Context: an optimization exercise on an open-source flow, tuned for small area and a short achievable clock period. The choices shown serve that exercise and are no tape-out recipe.
At most, simulation tests tie the RTL to the original design; equivalence was not proved.
For run 2, only the layout was checked, not whether the RTL still works.
Power and IR drop assume default switching activity.

==> flow/design.v, too long to show whole: its modules and the start of the top module <==
// module yuv_rgb: 3168 lines
// module yuv_rgb_fa: 10 lines
module yuv_rgb (
    input  wire        clk,
    input  wire        rst,
    input  wire        in_valid,
    input  wire [1:0]  in_matrix,
    input  wire        in_full,
    input  wire        in_ten,
    input  wire [9:0]  in_c0,
    input  wire [9:0]  in_c1,
    input  wire [9:0]  in_c2,
    output reg         out_valid,
    output reg  [15:0] out_r,
    output reg  [15:0] out_g,
    output reg  [15:0] out_b
);
  // ...
==> flow/flow/run.sh <==
#!/bin/bash
# The standard layout (standard.sh), with ORFS's setup repair aimed at
# TARGET_NS rather than at the clock period, and allowed to change a cell's
# footprint (e.g. a stronger flip-flop): the constraints are unchanged, only
# the repair works towards more slack. make's full output goes to make.log
# here; ORFS's own per-step logs are under orfs/logs.
set -euo pipefail
TARGET_NS=${TARGET_NS:-3.7}
M=$(python3 -c "print(round($FLOW_PERIOD_NS - $TARGET_NS, 3))")
bash standard.sh SETUP_SLACK_MARGIN=$M MATCH_CELL_FOOTPRINT=0 finish > make.log 2>&1
==> flow/standard.sh <==
#!/bin/bash
# synth_recipe.tcl (not shown) runs the flow's synth.tcl, then flattens the netlist and writes it again
# the make line also repeats each setting of config.mk as NAME=value (left out here)
make -C /OpenROAD-flow-scripts/flow DESIGN_CONFIG=/design/flow/config.mk WORK_HOME=/design/flow/orfs CLKGATE_MAP_FILE= SYNTH_SCRIPT=/design/flow/synth_recipe.tcl "${@:-finish}"
==> flow/config.mk <==
export PLATFORM = sky130hd
export DESIGN_NAME = yuv_rgb
export DESIGN_NICKNAME = yuv_rgb
export VERILOG_FILES = /design/flow/design.v
export SDC_FILE = /design/flow/constraint.sdc
export NUM_CORES = 4
export LEC_CHECK = 0
export ABC_AREA = 1
export CAP_MARGIN = 20
export CORE_MARGIN = 2
export CORE_UTILIZATION = 40
export SLEW_MARGIN = 20
export SYNTH_HIERARCHICAL = 1
export SYNTH_MINIMUM_KEEP_SIZE = 0
==> flow/constraint.sdc <==
create_clock -name core_clock -period 13.0 [get_ports {clk}]
set_input_delay 2.6000 -clock core_clock [delete_from_list [all_inputs] [get_ports {clk}]]
set_output_delay 2.6000 -clock core_clock [all_outputs]
set_load 0.01 [all_outputs]
==> impl_metrics.json, run 1 <==
{
  "slowest_stage": "fa_2",
  "p_seq_share_pct": 18.5,
  "wl_met3_um": 30500,
  "status": "no timing/DRC/antenna violations",
  "core_area_sq_mm": 0.0838,
  "power.leakage_nw": 18.3,
  "path_cells": "buf_12 -> nor2_4 -> inv_4 -> nor2_4 -> buf_6 -> clkinvlp_4 -> buf_6 -> nand2_4 -> o2111ai_4 -> fa_1 -> fa_1 -> fa_2 -> fa_2",
  "cp_max_fo": 10,
  "dp.cells": 5131,
  "hold_path_depth": 0,
  "power-top-group": "combinational logic",
  "met2_length_um": 82100,
  "path_depth": 13,
  "initial_core_util_pct": 40.4,
  "period_needed_ns": 3.85,
  "clk-power_mw": 1.48,
  "comb_power_mw": 8.02,
  "fin_ws_ns": 9.15,
  "grt_util_met1_pct": 57.7,
  "critical_path.max_stage_delay_ns": 0.67,
  "startpoint": "cp212$_DFF_P_",
  "ys_ff_latch": 418,
  "postLayoutCellArea_sq_mm": 0.0414,
  "num_io_pins": 86,
  "die_height_um": 295,
  "clock.fmax_mhz": 260,
  "synth_top_family_by_area": "adder cells",
  "holdPathEnd": "q_ten$_DFF_P_",
  "cts_tree": "built",
  "grt_util_met3_pct": 22.8,
  "vias": 35200,
  "cts_made_buffers": 49,
  "synthXorXnorAreaFrac_pct": 0.931
}
==> run 2, diff against run 1 <==
--- a/flow/design.v
+++ b/flow/design.v
@@ -329,29 +329,11 @@
     reg yen_0;
     reg yen_02;
     reg yen_1;
-    reg cp102;
-    reg cp101;
-    reg cp212;
-    reg cp112;
-    reg cp301;
-    reg cp302;
-    reg cp202;
-    reg cp312;
-    reg cp201;
     always @(posedge clk) begin
         yen_2 <= in_d2;
         yen_0 <= in_d0;
         yen_02 <= in_d0 | in_d2;
         yen_1 <= in_d1;
-        cp102 <= in_cf10 | in_cf12;
-        cp101 <= in_cf10 | in_cf11;
-        cp212 <= in_cf21 | in_cf22;
-        cp112 <= in_cf11 | in_cf12;
-        cp301 <= in_cf30 | in_cf31;
-        cp302 <= in_cf30 | in_cf32;
-        cp202 <= in_cf20 | in_cf22;
-        cp312 <= in_cf31 | in_cf32;
-        cp201 <= in_cf20 | in_cf21;
     end
     wire scb_z0 = p_scb_z[0], scb_o0 = p_scb_o[0], scb_t0 = p_scb_t[0], scb_h0 = p_scb_h[0];
     wire scb_z1 = p_scb_z[1], scb_o1 = p_scb_o[1], scb_t1 = p_scb_t[1], scb_h1 = p_scb_h[1];
@@ -594,159 +576,159 @@
     wire [34:0] Ya = {1'b0, 1'b0, cy_218, sy_217, sy_215, sy_213, sy_211, sy_209, sy_207, sy_205, sy_203, sy_201, sy_199, sy_197, sy_195, sy_193, sy_191, sy_189, sy_187, sy_185, sy_183, sy_181, sy_179, sy_177, sy_175, sy_173, sy_171, sy_169, sy_167, py4, py3, py2, py1, 1'b0, 1'b0};
     wire [34:0] Yb = {1'b0, 1'b0, 1'b0, cy_216, cy_214, cy_212, cy_210, cy_208, cy_206, cy_204, cy_202, cy_200, cy_198, cy_196, cy_194, cy_192, cy_190, cy_188, cy_186, cy_184, cy_182, cy_180, cy_178, cy_176, cy_174, cy_172, cy_170, cy_168, py21, py13, py12, py11, 1'b0, 1'b0, 1'b0};
     wire [34:0] Ysum = Ya + Yb;
-    wire kc0 = cp102 | cf20 | cf30;
+    wire kc0 = (mx1 & ~md1) | (mx2 & md0) | (mx3 & md0);
     wire pp252 = (scr_o0 & kc0) | (scr_h0 & kc0);
-    wire kc1 = cp101 | cp212 | cf31;
-    wire kc2 = cp112 | mx2 | cp301;
+    wire kc1 = (mx1 & ~md2) | (mx2 & ~md0) | (mx3 & md1);
+    wire kc2 = (mx1 & ~md0) | mx2 | (mx3 & ~md2);
     wire pp253 = (scr_o0 & kc1) | (scr_t0 & kc0) | (scr_h0 & kc2);
-    wire kc3 = cf21 | cf30;
-    wire kc4 = cf11 | cf22 | cp301;
+    wire kc3 = (mx2 & md1) | (mx3 & md0);
+    wire kc4 = (mx1 & md1) | (mx2 & md2) | (mx3 & ~md2);
     wire pp254 = (scr_o0 & kc3) | (scr_t0 & kc1) | (scr_h0 & kc4);
-    wire kc5 = cf12 | cp212 | cf32;
-    wire kc6 = cp102 | cp212 | cp302;
+    wire kc5 = (mx1 & md2) | (mx2 & ~md0) | (mx3 & md2);
+    wire kc6 = (mx1 & ~md1) | (mx2 & ~md0) | (mx3 & ~md1);
     wire pp255 = (scr_o0 & kc5) | (scr_t0 & kc3) | (scr_h0 & kc6);
-    wire kc7 = cf10 | cf21 | cf30;
+    wire kc7 = (mx1 & md0) | (mx2 & md1) | (mx3 & md0);
     wire pp256 = (scr_o0 & kc6) | (scr_t0 & kc5) | (scr_h0 & kc7);
-    wire kc8 = mx1 | cf21 | cf31;
-    wire kc9 = cp112 | cf21 | cp301;
+    wire kc8 = mx1 | (mx2 & md1) | (mx3 & md1);
+    wire kc9 = (mx1 & ~md0) | (mx2 & md1) | (mx3 & ~md2);
     wire pp257 = (scr_o0 & kc8) | (scr_t0 & kc6) | (scr_h0 & kc9);
-    wire kc10 = cp102 | cp202 | cp302;
-    wire kc11 = cf11 | cf20 | cp312;
-    wire kc12 = cf11 | mx2 | mx3;
-    wire kc13 = cp202;
+    wire kc10 = (mx1 & ~md1) | (mx2 & ~md1) | (mx3 & ~md1);
+    wire kc11 = (mx1 & md1) | (mx2 & md0) | (mx3 & ~md0);
+    wire kc12 = (mx1 & md1) | mx2 | mx3;
+    wire kc13 = (mx2 & ~md1);
     wire pp258 = (scr_z0 & kc10) | (scr_o0 & kc11) | (scr_t0 & kc12) | (scr_h0 & kc13);
-    wire kc14 = cp102 | cf22 | cf31;
-    wire kc15 = cp102 | cf21 | mx3;
+    wire kc14 = (mx1 & ~md1) | (mx2 & md2) | (mx3 & md1);
+    wire kc15 = (mx1 & ~md1) | (mx2 & md1) | mx3;
     wire pp259 = (scr_o0 & kc14) | (scr_t0 & kc4) | (scr_h0 & kc15);
-    wire kc16 = cp101 | cf20 | mx3;
-    wire kc17 = mx1 | cf21 | cf30;
-    wire kc18 = cf12 | cp202 | cp312;
+    wire kc16 = (mx1 & ~md2) | (mx2 & md0) | mx3;
+    wire kc17 = mx1 | (mx2 & md1) | (mx3 & md0);
+    wire kc18 = (mx1 & md2) | (mx2 & ~md1) | (mx3 & ~md0);
     wire pp260 = (scr_z0 & ~kc10) | (scr_o0 & kc16) | (scr_t0 & kc17) | (scr_h0 & kc18);
-    wire kc19 = cp112 | cf31;
-    wire kc20 = mx1 | cp201 | cf32;
-    wire kc21 = cp102 | cf22;
+    wire kc19 = (mx1 & ~md0) | (mx3 & md1);
+    wire kc20 = mx1 | (mx2 & ~md2) | (mx3 & md2);
+    wire kc21 = (mx1 & ~md1) | (mx2 & md2);
     wire pp261 = (scr_z0 & kc19) | scr_o0 | (scr_t0 & kc20) | (scr_h0 & kc21);
-    wire kc22 = cp112 | cp202 | cp301;
-    wire kc23 = cp112 | cf22 | mx3;
-    wire kc24 = mx1 | cf32;
-    wire kc25 = cf12 | cf21 | cp302;
+    wire kc22 = (mx1 & ~md0) | (mx2 & ~md1) | (mx3 & ~md2);
+    wire kc23 = (mx1 & ~md0) | (mx2 & md2) | mx3;
+    wire kc24 = mx1 | (mx3 & md2);
+    wire kc25 = (mx1 & md2) | (mx2 & md1) | (mx3 & ~md1);
     wire pp262 = (scr_z0 & kc22) | (scr_o0 & kc23) | (scr_t0 & kc24) | (scr_h0 & kc25);
-    wire kc26 = mx1 | cp202 | cf31;
-    wire kc27 = cp112 | mx2 | cf30;
-    wire kc28 = mx1 | cf20 | cp302;
-    wire kc29 = cp102 | cp201 | cf31;
+    wire kc26 = mx1 | (mx2 & ~md1) | (mx3 & md1);
+    wire kc27 = (mx1 & ~md0) | mx2 | (mx3 & md0);
+    wire kc28 = mx1 | (mx2 & md0) | (mx3 & ~md1);
+    wire kc29 = (mx1 & ~md1) | (mx2 & ~md2) | (mx3 & md1);
     wire pp263 = (scr_z0 & kc26) | (scr_o0 & kc27) | (scr_t0 & kc28) | (scr_h0 & kc29);
-    wire kc30 = cf32;
-    wire kc31 = mx1 | cp201 | cf30;
-    wire kc32 = cf10 | cp212 | cp302;
-    wire kc33 = cf12 | cp202 | mx3;
+    wire kc30 = (mx3 & md2);
+    wire kc31 = mx1 | (mx2 & ~md2) | (mx3 & md0);
+    wire kc32 = (mx1 & md0) | (mx2 & ~md0) | (mx3 & ~md1);
+    wire kc33 = (mx1 & md2) | (mx2 & ~md1) | mx3;
     wire pp264 = (scr_z0 & kc30) | (scr_o0 & kc31) | (scr_t0 & kc32) | (scr_h0 & kc33);
-    wire kc34 = cf10 | cp202 | cf30;
-    wire kc35 = mx1 | cf20 | cf32;
-    wire kc36 = cf12 | cf22 | mx3;
+    wire kc34 = (mx1 & md0) | (mx2 & ~md1) | (mx3 & md0);
+    wire kc35 = mx1 | (mx2 & md0) | (mx3 & md2);
+    wire kc36 = (mx1 & md2) | (mx2 & md2) | mx3;
     wire pp265 = (scr_z0 & kc7) | (scr_o0 & kc34) | (scr_t0 & kc35) | (scr_h0 & kc36);
-    wire kc37 = cp101 | mx2 | cf32;
-    wire kc38 = cp102 | cf20 | cp302;
-    wire kc39 = cp112 | cp202 | cf31;
+    wire kc37 = (mx1 & ~md2) | mx2 | (mx3 & md2);
+    wire kc38 = (mx1 & ~md1) | (mx2 & md0) | (mx3 & ~md1);
+    wire kc39 = (mx1 & ~md0) | (mx2 & ~md1) | (mx3 & md1);
     wire pp266 = (scr_z0 & kc37) | (scr_o0 & kc38) | (scr_t0 & ~kc18) | (scr_h0 & kc39);
-    wire kc40 = cp102 | mx2;
-    wire kc41 = cf11 | mx2 | cp302;
-    wire kc42 = cp101 | cf22 | cf30;
-    wire kc43 = cp102 | mx3;
+    wire kc40 = (mx1 & ~md1) | mx2;
+    wire kc41 = (mx1 & md1) | mx2 | (mx3 & ~md1);
+    wire kc42 = (mx1 & ~md2) | (mx2 & md2) | (mx3 & md0);
+    wire kc43 = (mx1 & ~md1) | mx3;
     wire pp267 = (scr_z0 & kc40) | (scr_o0 & kc41) | (scr_t0 & kc42) | (scr_h0 & kc43);
-    wire kc44 = cp201;
-    wire kc45 = mx1 | cf22;
+    wire kc44 = (mx2 & ~md2);
+    wire kc45 = mx1 | (mx2 & md2);
     wire pp268 = (scr_z0 & ~kc39) | (scr_o0 & ~kc17) | (scr_t0 & kc44) | (scr_h0 & kc45);
-    wire kc46 = cf12 | mx2 | cf30;
-    wire kc47 = cf22 | mx3;
-    wire kc48 = cf12 | cf21 | cf30;
+    wire kc46 = (mx1 & md2) | mx2 | (mx3 & md0);
+    wire kc47 = (mx2 & md2) | mx3;
+    wire kc48 = (mx1 & md2) | (mx2 & md1) | (mx3 & md0);
     wire pp269 = (scr_z0 & kc46) | (scr_o0 & kc47) | (scr_t0 & kc43) | (scr_h0 & kc48);
-    wire kc49 = cf12 | cf31;
-    wire kc50 = cp202 | mx3;
-    wire kc51 = cf10 | cp212 | cf32;
-    wire kc52 = cf10 | cf20 | mx3;
+    wire kc49 = (mx1 & md2) | (mx3 & md1);
+    wire kc50 = (mx2 & ~md1) | mx3;
+    wire kc51 = (mx1 & md0) | (mx2 & ~md0) | (mx3 & md2);
+    wire kc52 = (mx1 & md0) | (mx2 & md0) | mx3;
     wire pp270 = (scr_z0 & kc49) | (scr_o0 & kc50) | (scr_t0 & kc51) | (scr_h0 & kc52);
-    wire kc53 = mx1 | cf22 | cf30;
-    wire kc54 = cf12 | cp212 | cp312;
-    wire kc55 = cf11 | cp201 | cp312;
+    wire kc53 = mx1 | (mx2 & md2) | (mx3 & md0);
+    wire kc54 = (mx1 & md2) | (mx2 & ~md0) | (mx3 & ~md0);
+    wire kc55 = (mx1 & md1) | (mx2 & ~md2) | (mx3 & ~md0);
     wire pp271 = (scr_z0 & kc53) | (scr_o0 & kc54) | (scr_t0 & kc55) | (scr_h0 & kc10);
-    wire kc56 = mx1 | cp202 | cp302;
-    wire kc57 = cf12 | cp212 | cf31;
-    wire kc58 = cf12 | cf20 | cp301;
-    wire kc59 = cf11 | cp301;
+    wire kc56 = mx1 | (mx2 & ~md1) | (mx3 & ~md1);
+    wire kc57 = (mx1 & md2) | (mx2 & ~md0) | (mx3 & md1);
+    wire kc58 = (mx1 & md2) | (mx2 & md0) | (mx3 & ~md2);
+    wire kc59 = (mx1 & md1) | (mx3 & ~md2);
     wire pp272 = (scr_z0 & kc56) | (scr_o0 & kc57) | (scr_t0 & kc58) | (scr_h0 & kc59);
-    wire kc60 = cf10 | mx2;
-    wire kc61 = cp102 | cp201 | cp312;
-    wire kc62 = cp102 | cp212 | cp312;
+    wire kc60 = (mx1 & md0) | mx2;
+    wire kc61 = (mx1 & ~md1) | (mx2 & ~md2) | (mx3 & ~md0);
+    wire kc62 = (mx1 & ~md1) | (mx2 & ~md0) | (mx3 & ~md0);
     wire pp273 = (scr_z0 & kc60) | (scr_o0 & kc61) | (scr_t0 & kc59) | (scr_h0 & kc62);
-    wire kc63 = cp112 | cf20;
-    wire kc64 = cp102 | mx2 | cp301;
+    wire kc63 = (mx1 & ~md0) | (mx2 & md0);
+    wire kc64 = (mx1 & ~md1) | mx2 | (mx3 & ~md2);
     wire pp274 = (scr_z0 & kc63) | (scr_o0 & kc11) | (scr_t0 & ~kc45) | (scr_h0 & kc64);
-    wire kc65 = cf11 | cp201 | cp301;
-    wire kc66 = cf11 | cp201 | cf32;
-    wire kc67 = cp301;
+    wire kc65 = (mx1 & md1) | (mx2 & ~md2) | (mx3 & ~md2);
+    wire kc66 = (mx1 & md1) | (mx2 & ~md2) | (mx3 & md2);
+    wire kc67 = (mx3 & ~md2);
     wire pp275 = (scr_z0 & kc65) | (scr_o0 & kc14) | (scr_t0 & kc66) | (scr_h0 & kc67);
-    wire kc68 = cp101 | cp201 | cf32;
-    wire kc69 = cp101 | cf21 | mx3;
-    wire kc70 = cf12 | cp202 | cf30;
+    wire kc68 = (mx1 & ~md2) | (mx2 & ~md2) | (mx3 & md2);
+    wire kc69 = (mx1 & ~md2) | (mx2 & md1) | mx3;
+    wire kc70 = (mx1 & md2) | (mx2 & ~md1) | (mx3 & md0);
     wire pp276 = (scr_z0 & kc68) | (scr_o0 & kc69) | (scr_t0 & kc36) | (scr_h0 & kc70);
-    wire kc71 = cp101 | cf22 | cp312;
-    wire kc72 = cf10 | mx2 | cp312;
-    wire kc73 = cf11 | cp202 | cf32;
-    wire kc74 = mx2 | cf31;
+    wire kc71 = (mx1 & ~md2) | (mx2 & md2) | (mx3 & ~md0);
+    wire kc72 = (mx1 & md0) | mx2 | (mx3 & ~md0);
+    wire kc73 = (mx1 & md1) | (mx2 & ~md1) | (mx3 & md2);
+    wire kc74 = mx2 | (mx3 & md1);
     wire pp277 = (scr_z0 & kc71) | (scr_o0 & kc72) | (scr_t0 & kc73) | (scr_h0 & kc74);
-    wire kc75 = mx1 | cf22 | cf31;
-    wire kc76 = cp102 | cf22 | cp312;
+    wire kc75 = mx1 | (mx2 & md2) | (mx3 & md1);
+    wire kc76 = (mx1 & ~md1) | (mx2 & md2) | (mx3 & ~md0);
     wire pp278 = (scr_z0 & ~kc16) | (scr_o0 & ~kc52) | (scr_t0 & kc75) | (scr_h0 & kc76);
     wire kc77 = mx1;
-    wire kc78 = cp102 | cf21;
+    wire kc78 = (mx1 & ~md1) | (mx2 & md1);
     wire pp279 = (scr_z0 & kc77) | (scr_o0 & kc77) | (scr_t0 & ~kc50) | (scr_h0 & kc78);
     wire kc79 = mx2;
     wire pp280 = (scr_z0 & kc79) | (scr_o0 & kc79) | (scr_t0 & kc79) | (scr_h0 & ~kc43);
-    wire kc80 = cp112 | cf20 | cp312;
-    wire kc81 = cf20;
+    wire kc80 = (mx1 & ~md0) | (mx2 & md0) | (mx3 & ~md0);
+    wire kc81 = (mx2 & md0);
     wire pp281 = (scr_o1 & kc0) | (scr_h1 & kc0);
     wire pp282 = (scr_o1 & kc1) | (scr_t1 & kc0) | (scr_h1 & kc2);
     wire pp283 = (scr_o1 & kc3) | (scr_t1 & kc1) | (scr_h1 & kc4);
     wire pp284 = (scr_o1 & kc5) | (scr_t1 & kc3) | (scr_h1 & kc6);
     wire pp285 = (scr_o1 & kc6) | (scr_t1 & kc5) | (scr_h1 & kc7);
     wire pp286 = (scr_o1 & kc8) | (scr_t1 & kc6) | (scr_h1 & kc9);
-    wire kc82 = mx1 | cf22 | cp301;
-    wire kc83 = cp102 | cp302;
+    wire kc82 = mx1 | (mx2 & md2) | (mx3 & ~md2);
+    wire kc83 = (mx1 & ~md1) | (mx3 & ~md1);
     wire pp287 = (scr_o1 & kc82) | (scr_t1 & kc8) | (scr_h1 & kc83);
     wire pp288 = (scr_o1 & kc67) | (scr_t1 & kc82) | (scr_h1 & ~kc56);
-    wire kc84 = cf10 | cp201 | cf32;
-    wire kc85 = cp112 | mx2 | cf32;
+    wire kc84 = (mx1 & md0) | (mx2 & ~md2) | (mx3 & md2);
+    wire kc85 = (mx1 & ~md0) | mx2 | (mx3 & md2);
     wire pp289 = (scr_o1 & kc84) | (scr_t1 & kc67) | (scr_h1 & kc85);
-    wire kc86 = cf10 | cp202 | cp302;
-    wire kc87 = cf10 | cp212 | cf31;
+    wire kc86 = (mx1 & md0) | (mx2 & ~md1) | (mx3 & ~md1);
+    wire kc87 = (mx1 & md0) | (mx2 & ~md0) | (mx3 & md1);
     wire pp290 = (scr_o1 & kc86) | (scr_t1 & kc84) | (scr_h1 & kc87);
-    wire kc88 = cf20 | cf32;
-    wire kc89 = cp202 | cf32;
+    wire kc88 = (mx2 & md0) | (mx3 & md2);
+    wire kc89 = (mx2 & ~md1) | (mx3 & md2);
     wire pp291 = (scr_o1 & kc88) | (scr_t1 & kc86) | (scr_h1 & kc89);
-    wire kc90 = cf10 | cp201 | cp301;
-    wire kc91 = cp201 | cf31;
+    wire kc90 = (mx1 & md0) | (mx2 & ~md2) | (mx3 & ~md2);
+    wire kc91 = (mx2 & ~md2) | (mx3 & md1);
     wire pp292 = (scr_o1 & kc90) | (scr_t1 & kc88) | (scr_h1 & kc91);
-    wire kc92 = cp112 | cf21 | mx3;
+    wire kc92 = (mx1 & ~md0) | (mx2 & md1) | mx3;
     wire pp293 = (scr_o1 & kc92) | (scr_t1 & kc90) | (scr_h1 & ~kc72);
-    wire kc93 = mx2 | cp312;
-    wire kc94 = mx1 | cp212 | cp312;
+    wire kc93 = mx2 | (mx3 & ~md0);
+    wire kc94 = mx1 | (mx2 & ~md0) | (mx3 & ~md0);
     wire pp294 = (scr_o1 & kc93) | (scr_t1 & kc92) | (scr_h1 & kc94);
-    wire kc95 = cp112 | cp312;
+    wire kc95 = (mx1 & ~md0) | (mx3 & ~md0);
     wire pp295 = (scr_o1 & kc23) | (scr_t1 & kc93) | (scr_h1 & kc95);
-    wire kc96 = cp102 | cp212 | cp301;
-    wire kc97 = cp101 | cp202 | cp301;
+    wire kc96 = (mx1 & ~md1) | (mx2 & ~md0) | (mx3 & ~md2);
+    wire kc97 = (mx1 & ~md2) | (mx2 & ~md1) | (mx3 & ~md2);
     wire pp296 = (scr_o1 & kc96) | (scr_t1 & kc23) | (scr_h1 & kc97);
-    wire kc98 = cf12 | cf20 | cf30;
+    wire kc98 = (mx1 & md2) | (mx2 & md0) | (mx3 & md0);
     wire pp297 = (scr_o1 & kc98) | (scr_t1 & kc96) | (scr_h1 & kc38);
     wire pp298 = (scr_o1 & kc52) | (scr_t1 & kc98) | (scr_h1 & kc32);
     wire pp299 = (scr_o1 & kc51) | (scr_t1 & kc52) | (scr_h1 & ~kc16);
     wire pp300 = (scr_o1 & ~kc60) | (scr_t1 & kc51) | (scr_h1 & kc85);
-    wire kc99 = cp101 | cp201 | cp312;
+    wire kc99 = (mx1 & ~md2) | (mx2 & ~md2) | (mx3 & ~md0);
     wire pp301 = (scr_o1 & ~kc42) | (scr_t1 & ~kc60) | (scr_h1 & kc99);
     wire pp302 = (scr_o1 & kc97) | (scr_t1 & ~kc42) | (scr_h1 & kc1);
-    wire kc100 = mx1 | cp202 | mx3;
-    wire kc101 = cf20 | cp301;
+    wire kc100 = mx1 | (mx2 & ~md1) | mx3;
+    wire kc101 = (mx2 & md0) | (mx3 & ~md2);
     wire pp303 = (scr_o1 & kc100) | (scr_t1 & kc97) | (scr_h1 & kc101);
     wire pp304 = (scr_o1 & ~kc100) | (scr_t1 & kc100) | (scr_h1 & ~kc100);
     wire pp305 = (scr_o1 & ~kc10) | (scr_t1 & ~kc100) | (scr_h1 & kc10);
@@ -1258,113 +1240,113 @@
     wire ax869 = ax772 ^ ac850;
     wire ax870 = ax773 ^ ac851;
     wire [34:0] SR = {ax870, ax869, ax868, ax867, ax866, ax865, ax864, ax863, ax862, ax861, ax860, ax859, ax858, ax857, ax856, ax855, ax854, ax853, ax852, 16'd0};
-    wire kc102 = cp102 | mx2 | cp312;
-    wire kc103 = cf21 | cp312;
+    wire kc102 = (mx1 & ~md1) | mx2 | (mx3 & ~md0);
+    wire kc103 = (mx2 & md1) | (mx3 & ~md0);
     wire pp871 = (scb_z0 & kc102) | (scb_o0 & kc103) | (scb_t0 & kc102) | (scb_h0 & kc103);
-    wire kc104 = cf12 | cf20 | mx3;
-    wire kc105 = cf10 | cf22 | mx3;
+    wire kc104 = (mx1 & md2) | (mx2 & md0) | mx3;
+    wire kc105 = (mx1 & md0) | (mx2 & md2) | mx3;
     wire pp872 = (scb_z0 & kc104) | (scb_o0 & ~kc84) | (scb_t0 & kc105) | (scb_h0 & ~kc5);
-    wire kc106 = cf12 | cp212 | cp301;
-    wire kc107 = mx1 | mx2 | cf31;
+    wire kc106 = (mx1 & md2) | (mx2 & ~md0) | (mx3 & ~md2);
+    wire kc107 = mx1 | mx2 | (mx3 & md1);
     wire pp873 = scb_z0 | (scb_o0 & ~kc42) | (scb_t0 & kc106) | (scb_h0 & kc107);
-    wire kc108 = cp112 | cf22 | cf30;
+    wire kc108 = (mx1 & ~md0) | (mx2 & md2) | (mx3 & md0);
     wire pp874 = (scb_z0 & kc108) | (scb_o0 & ~kc68) | (scb_t0 & kc77) | (scb_h0 & ~kc32);
-    wire kc109 = cp101 | cp202 | cp302;
-    wire kc110 = cf10 | cp201 | cp302;
-    wire kc111 = cf11 | cf22 | mx3;
+    wire kc109 = (mx1 & ~md2) | (mx2 & ~md1) | (mx3 & ~md1);
+    wire kc110 = (mx1 & md0) | (mx2 & ~md2) | (mx3 & ~md1);
+    wire kc111 = (mx1 & md1) | (mx2 & md2) | mx3;
     wire pp875 = (scb_z0 & ~kc21) | (scb_o0 & kc109) | (scb_t0 & kc110) | (scb_h0 & kc111);
-    wire kc112 = cp112 | cf21 | cf32;
+    wire kc112 = (mx1 & ~md0) | (mx2 & md1) | (mx3 & md2);
     wire pp876 = (scb_z0 & ~kc99) | (scb_o0 & kc112) | (scb_t0 & kc48) | (scb_h0 & kc76);
-    wire kc113 = cf11 | cp212 | cf32;
+    wire kc113 = (mx1 & md1) | (mx2 & ~md0) | (mx3 & md2);
     wire pp877 = (scb_z0 & kc83) | (scb_o0 & kc67) | (scb_t0 & kc77) | (scb_h0 & kc113);
-    wire kc114 = cf11 | cp212 | cp301;
-    wire kc115 = mx1 | cf21 | cp302;
+    wire kc114 = (mx1 & md1) | (mx2 & ~md0) | (mx3 & ~md2);
+    wire kc115 = mx1 | (mx2 & md1) | (mx3 & ~md1);
     wire pp878 = (scb_z0 & kc10) | (scb_o0 & kc114) | (scb_t0 & kc50) | (scb_h0 & kc115);
-    wire kc116 = cp102 | cp202 | cp301;
+    wire kc116 = (mx1 & ~md1) | (mx2 & ~md1) | (mx3 & ~md2);
     wire pp879 = (scb_z0 & ~kc15) | (scb_o0 & ~kc88) | (scb_t0 & kc62) | (scb_h0 & kc116);
-    wire kc117 = cp112 | cf20 | cf32;
+    wire kc117 = (mx1 & ~md0) | (mx2 & md0) | (mx3 & md2);
     wire pp880 = (scb_z0 & kc112) | (scb_o0 & kc98) | (scb_t0 & kc58) | (scb_h0 & kc117);
     wire kc118 = mx1 | mx2;
-    wire kc119 = mx1 | mx2 | cp302;
-    wire kc120 = cf22 | cf30;
+    wire kc119 = mx1 | mx2 | (mx3 & ~md1);
+    wire kc120 = (mx2 & md2) | (mx3 & md0);
     wire pp881 = (scb_z0 & kc118) | (scb_o0 & kc4) | (scb_t0 & kc119) | (scb_h0 & kc120);
-    wire kc121 = cp101 | cp201 | cf30;
-    wire kc122 = cp112 | cp201 | cp302;
-    wire kc123 = cp101 | cf30;
+    wire kc121 = (mx1 & ~md2) | (mx2 & ~md2) | (mx3 & md0);
+    wire kc122 = (mx1 & ~md0) | (mx2 & ~md2) | (mx3 & ~md1);
+    wire kc123 = (mx1 & ~md2) | (mx3 & md0);
     wire pp882 = (scb_z0 & kc121) | (scb_o0 & kc122) | (scb_t0 & kc95) | (scb_h0 & kc123);
-    wire kc124 = cp212 | cp312;
-    wire kc125 = cf12 | cp212 | cf30;
+    wire kc124 = (mx2 & ~md0) | (mx3 & ~md0);
+    wire kc125 = (mx1 & md2) | (mx2 & ~md0) | (mx3 & md0);
     wire pp883 = (scb_z0 & kc27) | (scb_o0 & kc124) | (scb_t0 & kc118) | (scb_h0 & kc125);
-    wire kc126 = cf11;
-    wire kc127 = cp112 | cf21;
+    wire kc126 = (mx1 & md1);
+    wire kc127 = (mx1 & ~md0) | (mx2 & md1);
     wire pp884 = (scb_z0 & ~kc108) | (scb_o0 & kc126) | (scb_t0 & kc127) | (scb_h0 & kc0);
-    wire kc128 = cp101 | cf32;
-    wire kc129 = cp112 | cp201 | cf32;
+    wire kc128 = (mx1 & ~md2) | (mx3 & md2);
+    wire kc129 = (mx1 & ~md0) | (mx2 & ~md2) | (mx3 & md2);
     wire pp885 = (scb_z0 & kc128) | (scb_o0 & ~kc46) | (scb_t0 & kc129) | (scb_h0 & kc15);
-    wire kc130 = mx1 | cf21 | cf32;
+    wire kc130 = mx1 | (mx2 & md1) | (mx3 & md2);
     wire pp886 = (scb_z0 & kc130) | (scb_o0 & kc29) | (scb_t0 & ~kc125) | (scb_h0 & ~kc102);
-    wire kc131 = cp212;
-    wire kc132 = cp101 | mx2 | mx3;
+    wire kc131 = (mx2 & ~md0);
+    wire kc132 = (mx1 & ~md2) | mx2 | mx3;
     wire pp887 = (scb_z0 & kc131) | (scb_o0 & kc87) | (scb_t0 & ~kc0) | (scb_h0 & kc132);
-    wire kc133 = cp102 | cp212;
-    wire kc134 = mx2 | cf32;
-    wire kc135 = cp112 | cp212 | cp312;
-    wire kc136 = cp101 | mx2 | cf30;
+    wire kc133 = (mx1 & ~md1) | (mx2 & ~md0);
+    wire kc134 = mx2 | (mx3 & md2);
+    wire kc135 = (mx1 & ~md0) | (mx2 & ~md0) | (mx3 & ~md0);
+    wire kc136 = (mx1 & ~md2) | mx2 | (mx3 & md0);
     wire pp888 = (scb_z0 & kc133) | (scb_o0 & kc134) | (scb_t0 & kc135) | (scb_h0 & kc136);
-    wire kc137 = cf11 | cp212;
+    wire kc137 = (mx1 & md1) | (mx2 & ~md0);
     wire pp889 = (scb_z0 & kc92) | (scb_o0 & kc137) | (scb_t0 & ~kc45) | (scb_h0 & ~kc126);
-    wire kc138 = mx1 | cp201 | cf31;
-    wire kc139 = cf12 | cp201 | cp302;
+    wire kc138 = mx1 | (mx2 & ~md2) | (mx3 & md1);
+    wire kc139 = (mx1 & md2) | (mx2 & ~md2) | (mx3 & ~md1);
     wire pp890 = (scb_z0 & kc138) | (scb_o0 & kc139) | (scb_t0 & ~kc49) | (scb_h0 & kc64);
     wire pp891 = (scb_z0 & ~kc104) | (scb_o0 & ~kc1) | (scb_t0 & ~kc28) | (scb_h0 & ~kc62);
-    wire kc140 = cf20 | cp302;
+    wire kc140 = (mx2 & md0) | (mx3 & ~md1);
     wire pp892 = (scb_z0 & ~kc109) | (scb_o0 & kc140) | (scb_t0 & kc109) | (scb_h0 & kc54);
-    wire kc141 = cf12 | mx2;
-    wire kc142 = cp112 | cp212 | cp302;
+    wire kc141 = (mx1 & md2) | mx2;
+    wire kc142 = (mx1 & ~md0) | (mx2 & ~md0) | (mx3 & ~md1);
     wire pp893 = (scb_z0 & kc141) | (scb_o0 & kc142) | (scb_t0 & ~kc79) | (scb_h0 & ~kc39);
-    wire kc143 = cf12 | cp201 | cf31;
-    wire kc144 = cp112 | cp201 | mx3;
-    wire kc145 = cp102 | cp201 | cp302;
+    wire kc143 = (mx1 & md2) | (mx2 & ~md2) | (mx3 & md1);
+    wire kc144 = (mx1 & ~md0) | (mx2 & ~md2) | mx3;
+    wire kc145 = (mx1 & ~md1) | (mx2 & ~md2) | (mx3 & ~md1);
     wire pp894 = (scb_z0 & kc143) | (scb_o0 & kc144) | (scb_t0 & kc145) | (scb_h0 & kc38);
-    wire kc146 = cf30;
+    wire kc146 = (mx3 & md0);
     wire pp895 = (scb_z0 & kc146) | (scb_o0 & ~kc64) | (scb_t0 & kc128) | (scb_h0 & kc128);
-    wire kc147 = cf10 | cf31;
+    wire kc147 = (mx1 & md0) | (mx3 & md1);
     wire pp896 = (scb_z0 & ~kc46) | (scb_o0 & kc147) | (scb_t0 & ~kc119) | (scb_h0 & ~kc119);
-    wire kc148 = mx1 | mx2 | cf30;
-    wire kc149 = mx1 | cf20;
-    wire kc150 = cp112 | cf20 | cf30;
-    wire kc151 = cp102 | cp202;
+    wire kc148 = mx1 | mx2 | (mx3 & md0);
+    wire kc149 = mx1 | (mx2 & md0);
+    wire kc150 = (mx1 & ~md0) | (mx2 & md0) | (mx3 & md0);
+    wire kc151 = (mx1 & ~md1) | (mx2 & ~md1);
     wire pp897 = (scb_z1 & kc151) | (scb_t1 & kc151);
     wire pp898 = (scb_z1 & kc24) | (scb_o1 & kc151) | (scb_t1 & kc73);
-    wire kc152 = cp101 | cp302;
-    wire kc153 = cf10 | cf30;
+    wire kc152 = (mx1 & ~md2) | (mx3 & ~md1);
+    wire kc153 = (mx1 & md0) | (mx3 & md0);
     wire pp899 = (scb_z1 & kc152) | (scb_o1 & kc73) | (scb_t1 & kc153);
-    wire kc154 = cf11 | cf31;
+    wire kc154 = (mx1 & md1) | (mx3 & md1);
     wire pp900 = (scb_z1 & kc97) | (scb_o1 & kc153) | (scb_t1 & kc154);
-    wire kc155 = cf10 | cp212;
+    wire kc155 = (mx1 & md0) | (mx2 & ~md0);
     wire pp901 = (scb_z1 & kc1) | (scb_o1 & kc154) | (scb_t1 & kc155);
-    wire kc156 = cp101 | cf21 | cp302;
+    wire kc156 = (mx1 & ~md2) | (mx2 & md1) | (mx3 & ~md1);
     wire pp902 = (scb_z1 & ~kc29) | (scb_o1 & kc155) | (scb_t1 & kc156);
-    wire kc157 = cf12 | cf21 | mx3;
+    wire kc157 = (mx1 & md2) | (mx2 & md1) | mx3;
     wire pp903 = (scb_z1 & kc157) | (scb_o1 & kc156) | (scb_t1 & ~kc86);
-    wire kc158 = cf20 | cp312;
+    wire kc158 = (mx2 & md0) | (mx3 & ~md0);
     wire pp904 = (scb_z1 & kc158) | (scb_o1 & ~kc86) | (scb_t1 & ~kc114);
-    wire kc159 = cp102 | cf21 | cp302;
+    wire kc159 = (mx1 & ~md1) | (mx2 & md1) | (mx3 & ~md1);
     wire pp905 = (scb_z1 & kc159) | (scb_o1 & ~kc114) | (scb_t1 & ~kc124);
-    wire kc160 = cp102 | cf20 | cp312;
+    wire kc160 = (mx1 & ~md1) | (mx2 & md0) | (mx3 & ~md0);
     wire pp906 = (scb_z1 & ~kc137) | (scb_o1 & ~kc124) | (scb_t1 & kc160);
-    wire kc161 = cf11 | cf21 | cp312;
+    wire kc161 = (mx1 & md1) | (mx2 & md1) | (mx3 & ~md0);
     wire pp907 = (scb_z1 & kc161) | (scb_o1 & kc160) | (scb_t1 & ~kc100);
     wire pp908 = (scb_z1 & ~kc45) | (scb_o1 & ~kc100) | (scb_t1 & kc43);
-    wire kc162 = cf11 | cf20;
+    wire kc162 = (mx1 & md1) | (mx2 & md0);
     wire pp909 = (scb_z1 & ~kc133) | (scb_o1 & kc43) | (scb_t1 & kc162);
-    wire kc163 = cf12 | cf21;
+    wire kc163 = (mx1 & md2) | (mx2 & md1);
     wire pp910 = (scb_z1 & kc163) | (scb_o1 & kc162) | (scb_t1 & ~kc36);
     wire pp911 = (scb_z1 & ~kc10) | (scb_o1 & ~kc36) | (scb_t1 & kc154);
     wire pp912 = (scb_z1 & ~kc27) | (scb_o1 & kc154) | (scb_t1 & kc88);
-    wire kc164 = cf10 | cf20;
+    wire kc164 = (mx1 & md0) | (mx2 & md0);
     wire pp913 = (scb_z1 & ~kc106) | (scb_o1 & kc88) | (scb_t1 & kc164);
-    wire kc165 = cp102 | cp312;
+    wire kc165 = (mx1 & ~md1) | (mx3 & ~md0);
     wire pp914 = (scb_z1 & kc165) | (scb_o1 & kc164) | (scb_t1 & ~kc136);
     wire pp915 = (scb_z1 & kc47) | (scb_o1 & ~kc136) | (scb_t1 & kc70);
     wire pp916 = (scb_z1 & ~kc125) | (scb_o1 & kc70) | (scb_t1 & ~kc163);
@@ -1424,14 +1406,14 @@
     wire pp970 = (scb_z3 & ~kc100) | (scb_o3 & kc126);
     wire pp971 = (scb_z3 & kc126);
     wire pp972 = (scb_z4 & kc151) | (scb_t4 & kc26);
-    wire kc166 = cp102 | cf32;
+    wire kc166 = (mx1 & ~md1) | (mx3 & md2);
     wire pp973 = (scb_z4 & kc166) | (scb_o4 & kc26) | (scb_t4 & ~kc17);
-    wire kc167 = cf10 | cp302;
+    wire kc167 = (mx1 & md0) | (mx3 & ~md1);
     wire pp974 = (scb_z4 & kc167) | (scb_o4 & ~kc17) | (scb_t4 & kc7);
     wire pp975 = (scb_z4 & kc34) | (scb_o4 & kc7);
     wire pp976 = (scb_z4 & ~kc144) | (scb_t4 & kc1);
     wire pp977 = (scb_z4 & ~kc138) | (scb_o4 & kc1) | (scb_t4 & ~kc39);
-    wire kc168 = cf12 | cp302;
+    wire kc168 = (mx1 & md2) | (mx3 & ~md1);
     wire pp978 = (scb_z4 & kc168) | (scb_o4 & ~kc39) | (scb_t4 & kc19);
     wire pp979 = (scb_z4 & kc88) | (scb_o4 & kc19) | (scb_t4 & ~kc4);
     wire pp980 = (scb_z4 & kc83) | (scb_o4 & ~kc4) | (scb_t4 & kc0);
@@ -1442,50 +1424,50 @@
     wire pp985 = (scb_z4 & ~kc132) | (scb_o4 & ~kc6) | (scb_t4 & ~kc23);
     wire pp986 = (scb_o4 & ~kc23);
     wire pp987 = (scb_z4 & ~kc2) | (scb_t4 & kc11);
-    wire kc169 = cf10 | cf20 | cf32;
+    wire kc169 = (mx1 & md0) | (mx2 & md0) | (mx3 & md2);
     wire pp988 = (scb_z4 & kc169) | (scb_o4 & kc11) | (scb_t4 & ~kc23);
     wire pp989 = (scb_z4 & kc166) | (scb_o4 & ~kc23) | (scb_t4 & ~kc34);
     wire pp990 = (scb_z4 & ~kc138) | (scb_o4 & ~kc34) | (scb_t4 & kc2);
     wire pp991 = (scb_z4 & kc169) | (scb_o4 & kc2) | (scb_t4 & ~kc19);
     wire pp992 = (scb_z4 & kc30) | (scb_o4 & ~kc19) | (scb_t4 & kc8);
-    wire kc170 = cp202 | cf30;
+    wire kc170 = (mx2 & ~md1) | (mx3 & md0);
     wire pp993 = (scb_z4 & kc170) | (scb_o4 & kc8);
     wire pp994 = (scb_z4 & ~kc12);
     wire pp995 = (scr_z0 & kc102) | (scr_t0 & kc102);
     wire pp996 = (scr_z0 & ~kc80) | (scr_o0 & kc102) | (scr_t0 & kc104);
     wire pp997 = (scr_z0 & kc161) | (scr_o0 & kc104) | (scr_t0 & ~kc151);
-    wire kc171 = cf11 | cf21 | cp302;
+    wire kc171 = (mx1 & md1) | (mx2 & md1) | (mx3 & ~md1);
     wire pp998 = (scr_z0 & kc171) | (scr_o0 & ~kc151) | (scr_t0 & ~kc1);
-    wire kc172 = cp101 | cf21 | cf31;
+    wire kc172 = (mx1 & ~md2) | (mx2 & md1) | (mx3 & md1);
     wire pp999 = (scr_z0 & ~kc33) | (scr_o0 & ~kc1) | (scr_t0 & kc172);
     wire pp1000 = (scr_z0 & kc93) | (scr_o0 & kc172) | (scr_t0 & kc82);
-    wire kc173 = cf11 | cp201 | cf31;
+    wire kc173 = (mx1 & md1) | (mx2 & ~md2) | (mx3 & md1);
     wire pp1001 = (scr_z0 & ~kc83) | (scr_o0 & kc82) | (scr_t0 & kc173);
     wire pp1002 = (scr_z0 & ~kc94) | (scr_o0 & kc173) | (scr_t0 & kc78);
     wire pp1003 = (scr_z0 & kc26) | (scr_o0 & kc78) | (scr_t0 & kc151);
-    wire kc174 = cp102 | cp202 | mx3;
+    wire kc174 = (mx1 & ~md1) | (mx2 & ~md1) | mx3;
     wire pp1004 = (scr_z0 & kc174) | (scr_o0 & kc151) | (scr_t0 & kc15);
-    wire kc175 = cf12 | mx2 | cp302;
+    wire kc175 = (mx1 & md2) | mx2 | (mx3 & ~md1);
     wire pp1005 = (scr_z0 & kc175) | (scr_o0 & kc15) | (scr_t0 & ~kc152);
-    wire kc176 = cp112 | cf21 | cp302;
+    wire kc176 = (mx1 & ~md0) | (mx2 & md1) | (mx3 & ~md1);
     wire pp1006 = (scr_z0 & kc176) | (scr_o0 & ~kc152) | (scr_t0 & kc119);
-    wire kc177 = cp102 | cp202 | cp312;
+    wire kc177 = (mx1 & ~md1) | (mx2 & ~md1) | (mx3 & ~md0);
     wire pp1007 = (scr_z0 & ~kc103) | (scr_o0 & kc119) | (scr_t0 & kc177);
     wire pp1008 = (scr_z0 & kc40) | (scr_o0 & kc177) | (scr_t0 & kc151);
-    wire kc178 = cp212 | cp302;
+    wire kc178 = (mx2 & ~md0) | (mx3 & ~md1);
     wire pp1009 = (scr_z0 & kc178) | (scr_o0 & kc151) | (scr_t0 & ~kc35);
-    wire kc179 = cp101 | mx2 | cp312;
+    wire kc179 = (mx1 & ~md2) | mx2 | (mx3 & ~md0);
     wire pp1010 = (scr_z0 & kc179) | (scr_o0 & ~kc35) | (scr_t0 & kc23);
-    wire kc180 = cf12 | cf22 | cp302;
+    wire kc180 = (mx1 & md2) | (mx2 & md2) | (mx3 & ~md1);
     wire pp1011 = (scr_z0 & kc180) | (scr_o0 & kc23) | (scr_t0 & kc108);
     wire pp1012 = (scr_z0 & kc162) | (scr_o0 & kc108) | (scr_t0 & ~kc6);
-    wire kc181 = mx1 | cf22 | cf32;
+    wire kc181 = mx1 | (mx2 & md2) | (mx3 & md2);
     wire pp1013 = (scr_z0 & ~kc57) | (scr_o0 & ~kc6) | (scr_t0 & kc181);
     wire pp1014 = (scr_z0 & ~kc162) | (scr_o0 & kc181) | (scr_t0 & kc125);
     wire pp1015 = (scr_z0 & ~kc129) | (scr_o0 & kc125) | (scr_t0 & kc1);
-    wire kc182 = mx1 | cp201 | cp302;
+    wire kc182 = mx1 | (mx2 & ~md2) | (mx3 & ~md1);
     wire pp1016 = (scr_z0 & ~kc21) | (scr_o0 & kc1) | (scr_t0 & kc182);
-    wire kc183 = mx2 | cp302;
+    wire kc183 = mx2 | (mx3 & ~md1);
     wire pp1017 = (scr_z0 & kc183) | (scr_o0 & kc182) | (scr_t0 & ~kc100);
     wire pp1018 = (scr_z0 & ~kc41) | (scr_o0 & ~kc100) | (scr_t0 & kc154);
     wire pp1019 = (scr_z0 & ~kc56) | (scr_o0 & kc154);
@@ -1568,13 +1550,13 @@
     wire pp1096 = (scr_z3 & ~kc41) | (scr_o3 & ~kc100) | (scr_t3 & kc154);
     wire pp1097 = (scr_z3 & ~kc56) | (scr_o3 & kc154);
     wire pp1098 = (scr_z3 & kc126);
-    wire kc184 = cp102 | cp202 | cf32;
+    wire kc184 = (mx1 & ~md1) | (mx2 & ~md1) | (mx3 & md2);
     wire pp1099 = (scr_z4 & kc184) | (scr_t4 & ~kc3);
-    wire kc185 = cf10 | cf22 | cf30;
+    wire kc185 = (mx1 & md0) | (mx2 & md2) | (mx3 & md0);
     wire pp1100 = (scr_z4 & kc185) | (scr_o4 & ~kc3) | (scr_t4 & ~kc1);
     wire pp1101 = (scr_z4 & kc30) | (scr_o4 & ~kc1) | (scr_t4 & ~kc26);
     wire pp1102 = (scr_z4 & ~kc107) | (scr_o4 & ~kc26) | (scr_t4 & ~kc1);
-    wire kc186 = cf10;
+    wire kc186 = (mx1 & md0);
     wire pp1103 = (scr_z4 & kc186) | (scr_o4 & ~kc1) | (scr_t4 & ~kc33);
     wire pp1104 = (scr_z4 & kc89) | (scr_o4 & ~kc33) | (scr_t4 & ~kc11);
     wire pp1105 = (scr_z4 & kc13) | (scr_o4 & ~kc11) | (scr_t4 & ~kc6);
@@ -1589,7 +1571,7 @@
     wire pp1114 = (scr_z4 & ~kc9) | (scr_o4 & kc4) | (scr_t4 & kc23);
     wire pp1115 = (scr_z4 & kc180) | (scr_o4 & kc23) | (scr_t4 & ~kc68);
     wire pp1116 = (scr_z4 & kc81) | (scr_o4 & ~kc68) | (scr_t4 & ~kc6);
-    wire kc187 = cf10 | cf20 | cp302;
+    wire kc187 = (mx1 & md0) | (mx2 & md0) | (mx3 & ~md1);
     wire pp1117 = (scr_z4 & kc187) | (scr_o4 & ~kc6) | (scr_t4 & kc62);
     wire pp1118 = (scr_z4 & ~kc173) | (scr_o4 & kc62) | (scr_t4 & ~kc68);
     wire pp1119 = (scr_z4 & kc185) | (scr_o4 & ~kc68) | (scr_t4 & kc1);
@@ -2273,52 +2255,52 @@
     wire ax1880 = ax1783 ^ ac1861;
     wire ax1881 = ax1784 ^ ac1862;
     wire [34:0] SG = {ax1881, ax1880, ax1879, ax1878, ax1877, ax1876, ax1875, ax1874, ax1873, ax1872, ax1871, ax1870, ax1869, ax1868, ax1867, ax1866, ax1865, ax1864, ax1863, 16'd0};
-    wire kc188 = cp101 | cp201 | cp302;
+    wire kc188 = (mx1 & ~md2) | (mx2 & ~md2) | (mx3 & ~md1);
     wire pp1882 = (scb_o0 & kc188) | (scb_h0 & kc188);
     wire pp1883 = (scb_o0 & ~kc73) | (scb_t0 & kc188) | (scb_h0 & kc80);
     wire pp1884 = (scb_o0 & kc152) | (scb_t0 & ~kc73) | (scb_h0 & ~kc79);
-    wire kc189 = cp101 | cp202 | cf30;
+    wire kc189 = (mx1 & ~md2) | (mx2 & ~md1) | (mx3 & md0);
     wire pp1885 = (scb_o0 & kc189) | (scb_t0 & kc152) | (scb_h0 & ~kc19);
     wire pp1886 = (scb_o0 & kc67) | (scb_t0 & kc189) | (scb_h0 & ~kc130);
-    wire kc190 = mx1 | cp212;
+    wire kc190 = mx1 | (mx2 & ~md0);
     wire pp1887 = (scb_o0 & kc190) | (scb_t0 & kc67) | (scb_h0 & kc57);
     wire pp1888 = (scb_z0 & kc10) | (scb_o0 & ~kc64) | (scb_t0 & ~kc14) | (scb_h0 & kc142);
-    wire kc191 = cp201 | cf30;
+    wire kc191 = (mx2 & ~md2) | (mx3 & md0);
     wire pp1889 = (scb_z0 & ~kc174) | (scb_o0 & kc181) | (scb_t0 & kc191) | (scb_h0 & ~kc57);
     wire pp1890 = (scb_z0 & kc154) | (scb_o0 & ~kc92) | (scb_t0 & ~kc126) | (scb_h0 & kc176);
-    wire kc192 = cf10 | cf22 | cp302;
+    wire kc192 = (mx1 & md0) | (mx2 & md2) | (mx3 & ~md1);
     wire pp1891 = (scb_z0 & kc103) | (scb_o0 & kc155) | (scb_t0 & kc192) | (scb_h0 & kc97);
-    wire kc193 = cp102 | mx2 | cf30;
+    wire kc193 = (mx1 & ~md1) | mx2 | (mx3 & md0);
     wire pp1892 = (scb_z0 & ~kc42) | (scb_o0 & kc50) | (scb_t0 & kc193) | (scb_h0 & ~kc159);
-    wire kc194 = cp112 | cp212 | cf32;
+    wire kc194 = (mx1 & ~md0) | (mx2 & ~md0) | (mx3 & md2);
     wire pp1893 = (scb_z0 & ~kc105) | (scb_o0 & kc105) | (scb_t0 & ~kc15) | (scb_h0 & kc194);
     wire pp1894 = (scb_z0 & kc174) | (scb_o0 & kc55) | (scb_t0 & ~kc174) | (scb_h0 & ~kc174);
     wire pp1895 = (scb_z0 & kc102) | (scb_o0 & ~kc133) | (scb_t0 & kc60) | (scb_h0 & ~kc62);
-    wire kc195 = cf12 | cf20 | cp312;
+    wire kc195 = (mx1 & md2) | (mx2 & md0) | (mx3 & ~md0);
     wire pp1896 = (scb_z0 & ~kc46) | (scb_o0 & kc195) | (scb_t0 & kc125) | (scb_h0 & kc148);
-    wire kc196 = cp101 | cp301;
+    wire kc196 = (mx1 & ~md2) | (mx3 & ~md2);
     wire pp1897 = (scb_z0 & ~kc140) | (scb_o0 & ~kc19) | (scb_t0 & kc117) | (scb_h0 & kc196);
-    wire kc197 = mx1 | cp312;
+    wire kc197 = mx1 | (mx3 & ~md0);
     wire pp1898 = (scb_z0 & ~kc194) | (scb_o0 & kc87) | (scb_t0 & kc197) | (scb_h0 & kc125);
-    wire kc198 = cf12 | cp201 | cf32;
+    wire kc198 = (mx1 & md2) | (mx2 & ~md2) | (mx3 & md2);
     wire pp1899 = (scb_z0 & kc198) | (scb_o0 & ~kc19) | (scb_t0 & kc73) | (scb_h0 & kc149);
     wire pp1900 = (scb_z0 & ~kc192) | (scb_o0 & ~kc15) | (scb_t0 & ~kc112) | (scb_h0 & ~kc19);
-    wire kc199 = cp101 | cp201 | cp301;
-    wire kc200 = cp102 | cf21 | cf32;
+    wire kc199 = (mx1 & ~md2) | (mx2 & ~md2) | (mx3 & ~md2);
+    wire kc200 = (mx1 & ~md1) | (mx2 & md1) | (mx3 & md2);
     wire pp1901 = (scb_z0 & kc199) | (scb_o0 & kc200) | (scb_t0 & kc148) | (scb_h0 & kc165);
-    wire kc201 = cp101 | cf22;
+    wire kc201 = (mx1 & ~md2) | (mx2 & md2);
     wire pp1902 = (scb_z0 & ~kc137) | (scb_o0 & kc201) | (scb_t0 & kc77) | (scb_h0 & kc187);
-    wire kc202 = cf12 | mx2 | mx3;
+    wire kc202 = (mx1 & md2) | mx2 | mx3;
     wire pp1903 = (scb_z0 & ~kc136) | (scb_o0 & kc202) | (scb_t0 & ~kc8) | (scb_h0 & ~kc166);
-    wire kc203 = cp112 | cp202 | cf32;
+    wire kc203 = (mx1 & ~md0) | (mx2 & ~md1) | (mx3 & md2);
     wire pp1904 = (scb_z0 & kc203) | (scb_o0 & kc198) | (scb_t0 & kc129) | (scb_h0 & kc195);
     wire pp1905 = (scb_z0 & kc198) | (scb_o0 & kc185) | (scb_t0 & kc117) | (scb_h0 & ~kc198);
     wire pp1906 = (scb_z0 & kc7) | (scb_o0 & kc145) | (scb_t0 & kc85) | (scb_h0 & ~kc38);
-    wire kc204 = cp101 | cf22 | mx3;
+    wire kc204 = (mx1 & ~md2) | (mx2 & md2) | mx3;
     wire pp1907 = (scb_z0 & ~kc31) | (scb_o0 & kc113) | (scb_t0 & kc204) | (scb_h0 & kc64);
-    wire kc205 = cp102 | cf21 | cf30;
+    wire kc205 = (mx1 & ~md1) | (mx2 & md1) | (mx3 & md0);
     wire pp1908 = (scb_z0 & ~kc79) | (scb_o0 & ~kc74) | (scb_t0 & kc115) | (scb_h0 & kc205);
-    wire kc206 = cf12 | cf20;
+    wire kc206 = (mx1 & md2) | (mx2 & md0);
     wire pp1909 = (scb_z0 & kc80) | (scb_o0 & kc117) | (scb_t0 & kc117) | (scb_h0 & kc206);
     wire pp1910 = (scb_z0 & kc190) | (scb_o0 & ~kc140) | (scb_t0 & ~kc140) | (scb_h0 & kc62);
     wire pp1911 = (scb_h0 & kc126);
@@ -2330,25 +2312,25 @@
     wire pp1917 = (scb_o1 & kc190) | (scb_t1 & kc67) | (scb_h1 & kc57);
     wire pp1918 = (scb_o1 & ~kc103) | (scb_t1 & kc190) | (scb_h1 & ~kc36);
     wire pp1919 = (scb_o1 & ~kc75) | (scb_t1 & ~kc103) | (scb_h1 & ~kc26);
-    wire kc207 = cp101 | cp212 | cp301;
-    wire kc208 = cf12 | mx3;
+    wire kc207 = (mx1 & ~md2) | (mx2 & ~md0) | (mx3 & ~md2);
+    wire kc208 = (mx1 & md2) | mx3;
     wire pp1920 = (scb_o1 & kc207) | (scb_t1 & ~kc75) | (scb_h1 & kc208);
-    wire kc209 = cp101 | cp212 | cp302;
+    wire kc209 = (mx1 & ~md2) | (mx2 & ~md0) | (mx3 & ~md1);
     wire pp1921 = (scb_o1 & kc209) | (scb_t1 & kc207) | (scb_h1 & kc132);
-    wire kc210 = cp112 | cf22 | cp312;
+    wire kc210 = (mx1 & ~md0) | (mx2 & md2) | (mx3 & ~md0);
     wire pp1922 = (scb_o1 & kc210) | (scb_t1 & kc209) | (scb_h1 & ~kc110);
     wire pp1923 = (scb_o1 & kc34) | (scb_t1 & kc210) | (scb_h1 & ~kc152);
     wire pp1924 = (scb_o1 & kc34) | (scb_t1 & kc34) | (scb_h1 & ~kc143);
-    wire kc211 = cf11 | cp201;
+    wire kc211 = (mx1 & md1) | (mx2 & ~md2);
     wire pp1925 = (scb_o1 & kc211) | (scb_t1 & kc34) | (scb_h1 & kc211);
     wire pp1926 = (scb_o1 & kc137) | (scb_t1 & kc211) | (scb_h1 & kc153);
     wire pp1927 = (scb_o1 & ~kc126) | (scb_t1 & kc137) | (scb_h1 & ~kc162);
-    wire kc212 = mx1 | cf20 | cp301;
+    wire kc212 = mx1 | (mx2 & md0) | (mx3 & ~md2);
     wire pp1928 = (scb_o1 & kc212) | (scb_t1 & ~kc126) | (scb_h1 & kc88);
     wire pp1929 = (scb_o1 & ~kc159) | (scb_t1 & kc212) | (scb_h1 & kc173);
     wire pp1930 = (scb_o1 & ~kc43) | (scb_t1 & ~kc159) | (scb_h1 & kc148);
     wire pp1931 = (scb_o1 & ~kc26) | (scb_t1 & ~kc43) | (scb_h1 & ~kc118);
-    wire kc213 = cp112 | cp201 | cf30;
+    wire kc213 = (mx1 & ~md0) | (mx2 & ~md2) | (mx3 & md0);
     wire pp1932 = (scb_o1 & kc5) | (scb_t1 & ~kc26) | (scb_h1 & kc213);
     wire pp1933 = (scb_o1 & ~kc121) | (scb_t1 & kc5) | (scb_h1 & ~kc31);
     wire pp1934 = (scb_o1 & kc135) | (scb_t1 & ~kc121) | (scb_h1 & ~kc90);
==> flow/flow/run.sh (replaced) <==
#!/bin/bash
# The standard layout (standard.sh), with ORFS's setup repair aimed at
# TARGET_NS rather than at the clock period: the constraints are unchanged,
# only the repair works towards more slack. make's full output goes to
# make.log here; ORFS's own per-step logs are under orfs/logs.
set -euo pipefail
TARGET_NS=${TARGET_NS:-3.6}
M=$(python3 -c "print(round($FLOW_PERIOD_NS - $TARGET_NS, 3))")
bash standard.sh SETUP_SLACK_MARGIN=$M finish > make.log 2>&1
==> impl_metrics.json, run 2 <==
{
  "synthesis.nets": 4651,
  "syn_area_sq_mm": 0.0338,
  "cts_made_buffers": 46,
  "critPathBufInv": 4,
  "crit_top_cell": "fa_2",
  "setup_viol": 0,
  "antenna_found_initial": 23,
  "critPathLaunchType": "flip-flop",
  "die-area_sq_mm": 0.0869,
  "synth-main-ff-cell": "dfxtp_1",
  "synth.most_common_cell": "nand2_1",
  "yosys_warnings": 7,
  "vias": 36900,
  "hold_viol": 0,
  "netlist.area_leader.share_pct": 28.3,
  "power.density_mw_per_mm2": 281,
  "portBuffers": 85,
  "setup.worst_path.end_class": "flip-flop",
  "slowest_stage": "fa_2",
  "critical_path.max_stage_delay_ns": 0.67,
  "avgSynthCellArea_sq_um": 8.42,
  "finalSetupTns_ns": 0,
  "status": "no timing/DRC/antenna violations",
  "fin_worst_skew_ns": 0.0352,
  "synthCells": 4017,
  "clk_path_buf_depth": 3,
  "gp_congestion": 1.18,
  "core_area_sq_mm": 0.0837,
  "path_class": "reg2reg",
  "path_cells": "buf_12 -> nand2_4 -> buf_8 -> inv_12 -> nor2_4 -> inv_4 -> a22oi_2 -> o211ai_1 -> fa_2 -> fa_2 -> fa_1 -> fa_2",
  "area_growth_pct": 34.4,
  "top_regs": "out_b: 16 flops, out_g: 16 flops, out_r: 16 flops",
  "place_hpwl_um": 159000,
  "htree_levels": 2,
  "synth_commonest_cells": "nand2_1 (1012), fa_1 (478), dfxtp_1 (400)",
  "nNetsFinal": 5052,
  "grt_max_degree": 44,
  "ys_types": 50,
  "place_area_sq_mm": 0.0362,
  "num_rows": 106,
  "cp.required_ns": 13.52,
  "ys_seq_area_share_pct": 23.7,
  "num_io_pins": 86,
  "power.leakage_nw": 19.8,
  "fin_ws_ns": 8.84,
  "firstDrtPassIters": 8,
  "ys_ff_latch": 400,
  "final_layout_size_suffix_gt1_share_pct": 28.9,
  "worstMarginPinSlew_ns": 1.17,
  "final_common_cell": "nand2_1",
  "drt-wirelength-per-cell_um": 39.6,
  "antenna_left": 0,
  "crit_arrival_ns": 4.68,
  "drt-initial-drc-count": 5677,
  "drt-vias-per-instance": 6.59,
  "peakVddDrop_uv": 380,
  "timing.final.crit_share_pct": 32.0,
  "clock_latency_ns": 0.64,
  "clock.fmax_mhz": 240,
  "synth_top_cell_by_area": "fa_1",
  "max_slew_margin_pct": 22.1,
  "grt_pass1_wl_um": 290000,
  "drc_errors": 0,
  "cts_tree": "built",
  "grt_util_all_layers_pct": 49.7,
  "grt_remaining_overflow": 0,
  "rsz0062_at_grt": "true",
  "postCtsHoldBufs": 0,
  "initial_core_util_pct": 40.4,
  "root_buffer": "clkbuf_16",
  "slew_violations": 0,
  "crit_family": "adder cells",
  "cts_sinks": 400,
  "place_ws_ns": 7.44,
  "routed_wl_um": 222000,
  "synthTopCellsByArea": "fa_1 (28%), dfxtp_1 (24%), nand2_1 (11%), o221ai_1 (6.3%), ha_1 (4.4%)",
  "final_cell_mix": "nand2_1 (917), fa_1 (399), dfxtp_1 (350)",
  "synth_edf_count": 0,
  "cp_max_fo": 7,
  "hp-class": "reg2reg",
  "maxCapViolations": 0,
  "postLayoutCellArea_sq_mm": 0.0454,
  "die_height_um": 295,
  "grt_pass1_vias": 34500,
  "clkTransAtPathRegs_ns": 0.06,
  "synthArstFlopShare_pct": 0,
  "period_needed_ns": 4.16,
  "die_x_um": 295
}
==> run 2: cell types whose count changed in the layout (fill, tap and decap cells not counted), sizes merged, moves of 25 or more <==
cell / delta
buf: +178
clkbuf: -42
nand2: +37
nor2: -30
a21oi: -27
nand3: +25
==> run 2: repair_timing <==
action,CTS,global route
buffers inserted,200,154
cloned,7,4
gates resized for setup,912,426
pin swaps,170,245
endpoints found under the setup margin,338,244
==> run 2: per-module statistics from Yosys (local to each module, per instance) <==
module / cells inside / copies in the design / flip-flops and latches / cell area (sq um)
yuv_rgb_fa: 1 / 474 / 0 / 20.0
yuv_rgb: 3543 / 1 / 400 / 24300
==> run 2: kinds of logic (layout without fill, tap and decap cells) <==
family / count (synthesis) / after routing / share of synthesized area (%)
simple gates: 1577 / 1578 / 19.3
other cells: 0 / 13 / 0
buf+inv: 588 / 1024 / 6.77
xor+xnor: 32 / 32 / 0.829
fa+ha+maj: 597 / 597 / 32.7
flops: 400 / 400 / 23.7
compound gates: 823 / 823 / 16.7
==> run 2: final timing paths <==
check	slack (ns)	cells after the start	start	to
max	8.84	12	mx1$_DFF_P_	qg_1525$_DFF_P_
min	0.33	0	p_pk$_DFF_P_	q_pk$_DFF_P_
max reg2reg	8.84	12	mx1$_DFF_P_	qg_1525$_DFF_P_
min reg2reg	0.33	0	p_pk$_DFF_P_	q_pk$_DFF_P_
==> run 2: routing by layer <==
layer	GRT usage [%]	part of all wire (%)	wire length (um)	up-vias
li1	-	-	-	14400
met5	0.510	0.087	193	-
met3	26.8	16	34800	1237
met1	58.2	36	79100	17900
met4	42.0	11	24700	14
met2	65.5	37	83000	3418
==> run 2: layout make-up <==
| cell class | count | area (sq um) |
|---|---|---|
| clock buffers | 60 | 1260 |
| multi-input cells | 3030 | 26600 |
| flip-flops and latches | 400 | 8080 |
| well taps | 1134 | 1420 |
| clock inverters | 24 | 438 |
| inverters | 386 | 1870 |
| fillers | 7725 | 38200 |
| repair buffers | 554 | 5720 |
| diodes | 13 | 32.5 |
==> run 2: power breakdown <==
part	total, mW	leakage [nW]	switching, mW	internal [mW]
clock	1.47	0.829	0.565	0.909
sequential	2.13	3.36	0.416	1.72
combinational	9.16	15.6	5.64	3.51
total	12.8	19.8	6.63	6.14
==> run 2: through the flow <==
| stage | util (%) | total power [mW] | instances | hold slack (ns) |
|---|---|---|---|---|
| after floorplan | - | 7.24 | 4017 | 0.310 |
| after global placement | 43.2 | 9.67 | 5138 | 0.311 |
| after detailed placement | 43.2 | 9.81 | 5139 | 0.314 |
| after CTS | 50.4 | 11.7 | 5430 | 0.328 |
| after global routing | 54.3 | 13.7 | 5588 | 0.334 |
| final | 54.3 | 12.8 | 5601 | 0.325 |

## re-timing with driven ports
The results above use ideal ports. As a check the final layouts listed here were re-extracted and re-timed, cells and wires unchanged. Step 1: set_driving_cell puts a clkbuf_16 on clk and a buf_2 on each other input, an assumption about the parent block. Step 2 also shifts input and output timing later by t, the mid clock arrival at the registers, as if the neighbouring blocks saw the same clock. Slacks: ideal ports / drivers / drivers and shift; pairs: ideal ports / drivers.
run | shift t [ns] | setup slack, ns | worst hold slack (ns) | worst data-port slew with drivers (ns)
run 1 | 0.703 | 9.148 / 9.148 / 8.776 | 0.324 / 0.324 / 0.324 | 0.11
run 2 | 0.698 | 8.841 / 8.841 / 8.841 | 0.325 / 0.325 / 0.325 | 0.06
After both steps setup and hold are still met in every run listed. For run 1, which loses most, drivers alone change the setup slack by 0.000 ns; drivers and shift together by -0.372 ns.
